This is an optimization exercise on Yosys and OpenROAD, whose aim is small area, a short achievable clock period and few clock cycles per item, not a production implementation.
In this exercise RTL edits were held to simulation tests only and were not proved equivalent to the original.

==> flow/design.v <==
module armature_law (
    input  wire        clk,
    input  wire        rst,
    input  wire        cfg_we,
    input  wire [6:0]  cfg_addr,
    input  wire [31:0] cfg_wdata,
    input  wire        start,
    input  wire [31:0] meas,
    input  wire [31:0] sp,
    input  wire [31:0] inj,
    input  wire        inj_point,
    output wire        ready,
    output reg         done,
    output reg  [31:0] u,
    output reg  [31:0] integ,
    output reg  [15:0] gain,
    output reg  [31:0] err,
    output reg  [2:0]  flags
);
    reg [26:0]        step;
    reg signed [31:0] kp, ki, imin, imax, umin, umax, offset;
    reg [15:0]        tab [0:32];
    integer i;
    always @(posedge clk) begin
        if (cfg_we) begin
            case (cfg_addr)
                7'h00: step   <= cfg_wdata[26:0];
                7'h01: kp     <= cfg_wdata;
                7'h02: ki     <= cfg_wdata;
                7'h03: imin   <= cfg_wdata;
                7'h04: imax   <= cfg_wdata;
                7'h05: umin   <= cfg_wdata;
                7'h06: umax   <= cfg_wdata;
                7'h07: offset <= cfg_wdata;
                default: ;
            endcase
            for (i = 0; i < 33; i = i + 1)
                if (cfg_addr == 7'h40 + i)
                    tab[i] <= cfg_wdata[15:0];
        end
    end
    reg [3:0]         t;
    reg               rdy;
    assign ready = rdy;
    reg [31:0]        m_q, s_q, i_q;
    reg               ip_q;
    reg signed [32:0] c_q;         
    reg [27:0]        s3_q;        
    reg [26:0]        r_q;         
    reg [4:0]         k_q;
    reg [7:0]         fq;          
    reg               xlo_q, xhi_q;
    reg signed [16:0] dt_q;        
    reg signed [32:0] z_q;         
    reg signed [53:0] accp, acci;
    reg [7:0]         shp, shi;
    reg signed [47:0] pe_q, ie_q;
    wire oor = xlo_q | xhi_q;
    function [31:0] sat32;
        input signed [32:0] v;
        begin
            if (v[32] != v[31])
                sat32 = v[32] ? 32'h8000_0000 : 32'h7FFF_FFFF;
            else
                sat32 = v[31:0];
        end
    endfunction
    wire signed [32:0] sp_sum = {s_q[31], s_q} + {i_q[31], i_q};
    wire [31:0]        sp_eff = ip_q ? s_q : sat32(sp_sum);
    wire signed [32:0] e_diff = {sp_eff[31], sp_eff} - {m_q[31], m_q};
    wire [31:0]        e_val  = sat32(e_diff);
    wire signed [32:0] c_val  = {offset[31], offset} + (ip_q ? {i_q[31], i_q} : 33'd0);
    wire [27:0]        s3_val = {1'b0, step} + {step, 1'b0};
    wire               neg = err[31];
    wire signed [31:0] ep  = {{2{err[31]}}, err[31:2]};           
    wire signed [31:0] sS1 = {5'd0, step};
    wire signed [31:0] sS2 = {4'd0, step, 1'b0};
    wire signed [31:0] sS3 = {4'd0, s3_q};
    wire signed [31:0] sS4 = {3'd0, step, 2'b0};
    wire signed [31:0] a0 = ep + (neg ? sS4 : 32'sd0);
    wire signed [31:0] a1 = ep + (neg ? sS3 : -sS1);
    wire signed [31:0] a2 = ep + (neg ? sS2 : -sS2);
    wire signed [31:0] a3 = ep + (neg ? sS1 : -sS3);
    wire [1:0]  da = !a3[31] ? 2'd3 : !a2[31] ? 2'd2 : !a1[31] ? 2'd1 : 2'd0;
    wire [26:0] ra = !a3[31] ? a3[26:0] : !a2[31] ? a2[26:0] : !a1[31] ? a1[26:0] : a0[26:0];
    wire [28:0] tx  = (t == 4'd2) ? {ra, err[1:0]} : {r_q, 2'b00};
    wire signed [29:0] x1 = {1'b0, tx} - {2'b0, step};
    wire signed [29:0] x2 = {1'b0, tx} - {1'b0, step, 1'b0};
    wire signed [29:0] x3 = {1'b0, tx} - {1'b0, s3_q};
    wire [1:0]  dx = !x3[29] ? 2'd3 : !x2[29] ? 2'd2 : !x1[29] ? 2'd1 : 2'd0;
    wire [26:0] rx = !x3[29] ? x3[26:0] : !x2[29] ? x2[26:0] : !x1[29] ? x1[26:0] : tx[26:0];
    wire [28:0] ty  = {rx, 2'b00};
    wire signed [29:0] y1 = {1'b0, ty} - {2'b0, step};
    wire signed [29:0] y2 = {1'b0, ty} - {1'b0, step, 1'b0};
    wire signed [29:0] y3 = {1'b0, ty} - {1'b0, s3_q};
    wire [1:0]  dy = !y3[29] ? 2'd3 : !y2[29] ? 2'd2 : !y1[29] ? 2'd1 : 2'd0;
    wire [26:0] ry = !y3[29] ? y3[26:0] : !y2[29] ? y2[26:0] : !y1[29] ? y1[26:0] : ty[26:0];
    wire               x_low  = neg && (a0[31] || (a0 == 32'sd0 && err[1:0] == 2'd0));
    wire               x_high = !neg && (ep >= sS4);
    wire [5:0]  kk   = xlo_q ? 6'd0 : xhi_q ? 6'd32 : {1'b0, k_q};
    wire [5:0]  ridx = (t == 4'd3) ? kk : ({1'b0, k_q} + 6'd1);
    reg  [15:0] trd;
    integer j;
    always @(*) begin
        trd = 16'd0;
        for (j = 0; j < 33; j = j + 1)
            trd = trd | (tab[j] & {16{ridx == j}});
    end
    wire [7:0]         fch   = (t == 4'd5) ? fq : {4'd0, fq[3:0]};
    wire signed [32:0] z_sh  = (t == 4'd5) ? 33'sd0 : (z_q <<< 4);
    wire signed [32:0] z_nx  = z_sh + dt_q * $signed({1'b0, fch});
    wire signed [16:0] g_nx  = {gain[15], gain} + z_nx[32:16];
    wire        ph1   = (t >= 4'd2) && (t <= 4'd5);
    wire        p2a   = oor ? (t == 4'd6) : (t == 4'd8);
    wire        p2b   = oor ? (t == 4'd7) : (t == 4'd9);
    wire        fin   = oor ? (t == 4'd8) : (t == 4'd10);
    reg  [7:0]  ech;
    always @(*) begin
        case (t)
            4'd2:    ech = err[7:0];
            4'd3:    ech = err[15:8];
            4'd4:    ech = err[23:16];
            default: ech = err[31:24];
        endcase
    end
    wire        chs   = ph1 ? (t == 4'd5) : p2b;             
    wire [7:0]  ch    = ph1 ? ech : (p2a ? gain[7:0] : gain[15:8]);
    wire signed [8:0]  ch9 = {chs & ch[7], ch};
    wire signed [47:0] mcp = ph1 ? {{16{kp[31]}}, kp} : pe_q;
    wire signed [47:0] mci = ph1 ? {{16{ki[31]}}, ki} : ie_q;
    wire signed [53:0] ap  = (t == 4'd2) ? 54'sd0 : p2a ? {{9{c_q[32]}}, c_q, 12'd0} : accp;
    wire signed [53:0] ai  = (t == 4'd2) ? 54'sd0 : p2a ? {{10{integ[31]}}, integ, 12'd0} : acci;
    wire signed [57:0] sump = ap + mcp * ch9;
    wire signed [57:0] sumi = ai + mci * ch9;
    wire               s_ov  = !(&acci[53:33] | ~|acci[53:33]);
    wire               p_ov  = !(&accp[53:34] | ~|accp[53:34]);
    wire signed [33:0] s_v   = s_ov ? {acci[53], {33{~acci[53]}}} : acci[33:0];
    wire signed [34:0] pp_v  = p_ov ? {accp[53], {34{~accp[53]}}} : accp[34:0];
    wire               i_lo  = (s_v < $signed({{2{imin[31]}}, imin}));
    wire               i_hi  = (s_v > $signed({{2{imax[31]}}, imax}));
    wire signed [31:0] i_new = i_lo ? imin : i_hi ? imax : s_v[31:0];
    wire signed [35:0] v_s   = {pp_v[34], pp_v} + {{2{s_v[33]}}, s_v};
    wire signed [35:0] v_l   = {pp_v[34], pp_v} + {{4{imin[31]}}, imin};
    wire signed [35:0] v_h   = {pp_v[34], pp_v} + {{4{imax[31]}}, imax};
    wire signed [35:0] v     = i_lo ? v_l : i_hi ? v_h : v_s;
    wire               u_lo  = (v < $signed({{4{umin[31]}}, umin}));
    wire               u_hi  = (v > $signed({{4{umax[31]}}, umax}));
    wire signed [31:0] u_new = u_lo ? umin : u_hi ? umax : v[31:0];
    always @(posedge clk) begin
        if (rst) begin
            t     <= 4'd0;
            rdy   <= 1'b1;
            done  <= 1'b0;
            integ <= 32'd0;
        end else begin
            done <= 1'b0;
            if (t == 4'd0) begin
                if (cfg_we && cfg_addr == 7'h08)
                    integ <= cfg_wdata;
                if (start) begin
                    t   <= 4'd1;
                    rdy <= 1'b0;
                end
            end else if (fin) begin
                t     <= 4'd0;
                rdy   <= 1'b1;
                done  <= 1'b1;
                integ <= i_new;
            end else begin
                t <= t + 4'd1;
            end
        end
    end
    always @(posedge clk) begin
        m_q   <= meas;
        s_q   <= sp;
        i_q   <= inj;
        ip_q  <= inj_point;
        s3_q  <= s3_val;
        r_q   <= (t == 4'd2) ? rx : ry;
        fq    <= {fq[3:0], dx, dy};
        z_q   <= z_nx;
        accp  <= p2b ? (sump >>> 4) : (sump >>> 8);
        acci  <= p2b ? (sumi >>> 4) : (sumi >>> 8);
        shp   <= sump[7:0];
        shi   <= sumi[7:0];
        u     <= u_new;
        flags <= {u_lo | u_hi, i_hi, i_lo};
    end
    always @(posedge clk) begin
        if (t == 4'd1) begin
            err  <= e_val;
            c_q  <= c_val;
        end
        if (t == 4'd2) begin
            k_q   <= {~neg, da, dx};
            xlo_q <= x_low;
            xhi_q <= x_high;
        end
        if (t == 4'd3)
            gain <= trd;
        if (t == 4'd4)
            dt_q <= $signed({trd[15], trd}) - $signed({gain[15], gain});
        if (t == 4'd7 && !oor)
            gain <= g_nx[15:0];
        if (t == 4'd5) begin
            pe_q <= {sump[39:0], shp};
            ie_q <= {sumi[39:0], shi};
        end
    end
endmodule
clock: 20.0 ns
lec_check: 0
cap_margin: 20
core_margin: 2
core_utilization: 40
slew_margin: 20
standard.sh (not shown) runs the stock make flow with config.mk's settings and CLKGATE_MAP_FILE= SYNTH_SCRIPT=/design/flow/synth_recipe.tcl, a recipe that flattens the netlist after the stock synthesis.
==> flow/flow/run.sh <==
#!/bin/bash
# Standard layout, with timing repair aiming at a shorter period than the
# 20 ns clock (the constraints themselves are unchanged).
set -euo pipefail
bash standard.sh SETUP_SLACK_MARGIN=10 finish > standard.log 2>&1
The first run completed with no timing, DRC or antenna violations.
Testbench counts at the start, summed over its fixed seeds: cycles 42,306, frames 4,096.
Then changed:
==> flow/run.sh (new file) <==
#!/bin/bash
# synth_recipe.tcl (not shown) runs the flow's synth.tcl, then flattens the netlist and writes it again
# the make line also repeats each setting of config.mk as NAME=value (left out here)
make -C /OpenROAD-flow-scripts/flow DESIGN_CONFIG=/design/flow/config.mk WORK_HOME=/design/flow/orfs CLKGATE_MAP_FILE= SYNTH_SCRIPT=/design/flow/synth_recipe.tcl finish
removed: flow/flow/run.sh
removed: flow/standard.sh
Result: The changed run completed with no timing, DRC or antenna violations. Die area stays the same. Setup slack loses 5100 ps. Worst hold slack barely changes.

## port drivers added, routing unchanged
The results above use ideal ports. As a check the final layouts listed here were re-extracted and re-timed, cells and wires unchanged.
Step 1, drivers: a clkbuf_16 drives clk and a buf_2 each remaining input, both assumed.
Step 2 also shifts input and output timing later by t, the mid clock arrival at the registers, as if the neighbouring blocks saw the same clock.
Slacks: ideal ports / drivers / drivers and shift; pairs: ideal ports / drivers.
run	t, ns	slack for setup (ns)	hold WS [ns]	worst slew at a driven data input, ns	pins driven straight from the clock port
the first run	0.955	9.239 / 9.239 / 9.239	0.404 / 0.404 / 0.404	0.28	1
the second run	0.967	4.140 / 4.140 / 4.140	0.403 / 0.403 / 0.403	0.26	1
After both steps every run listed still meets setup and hold.
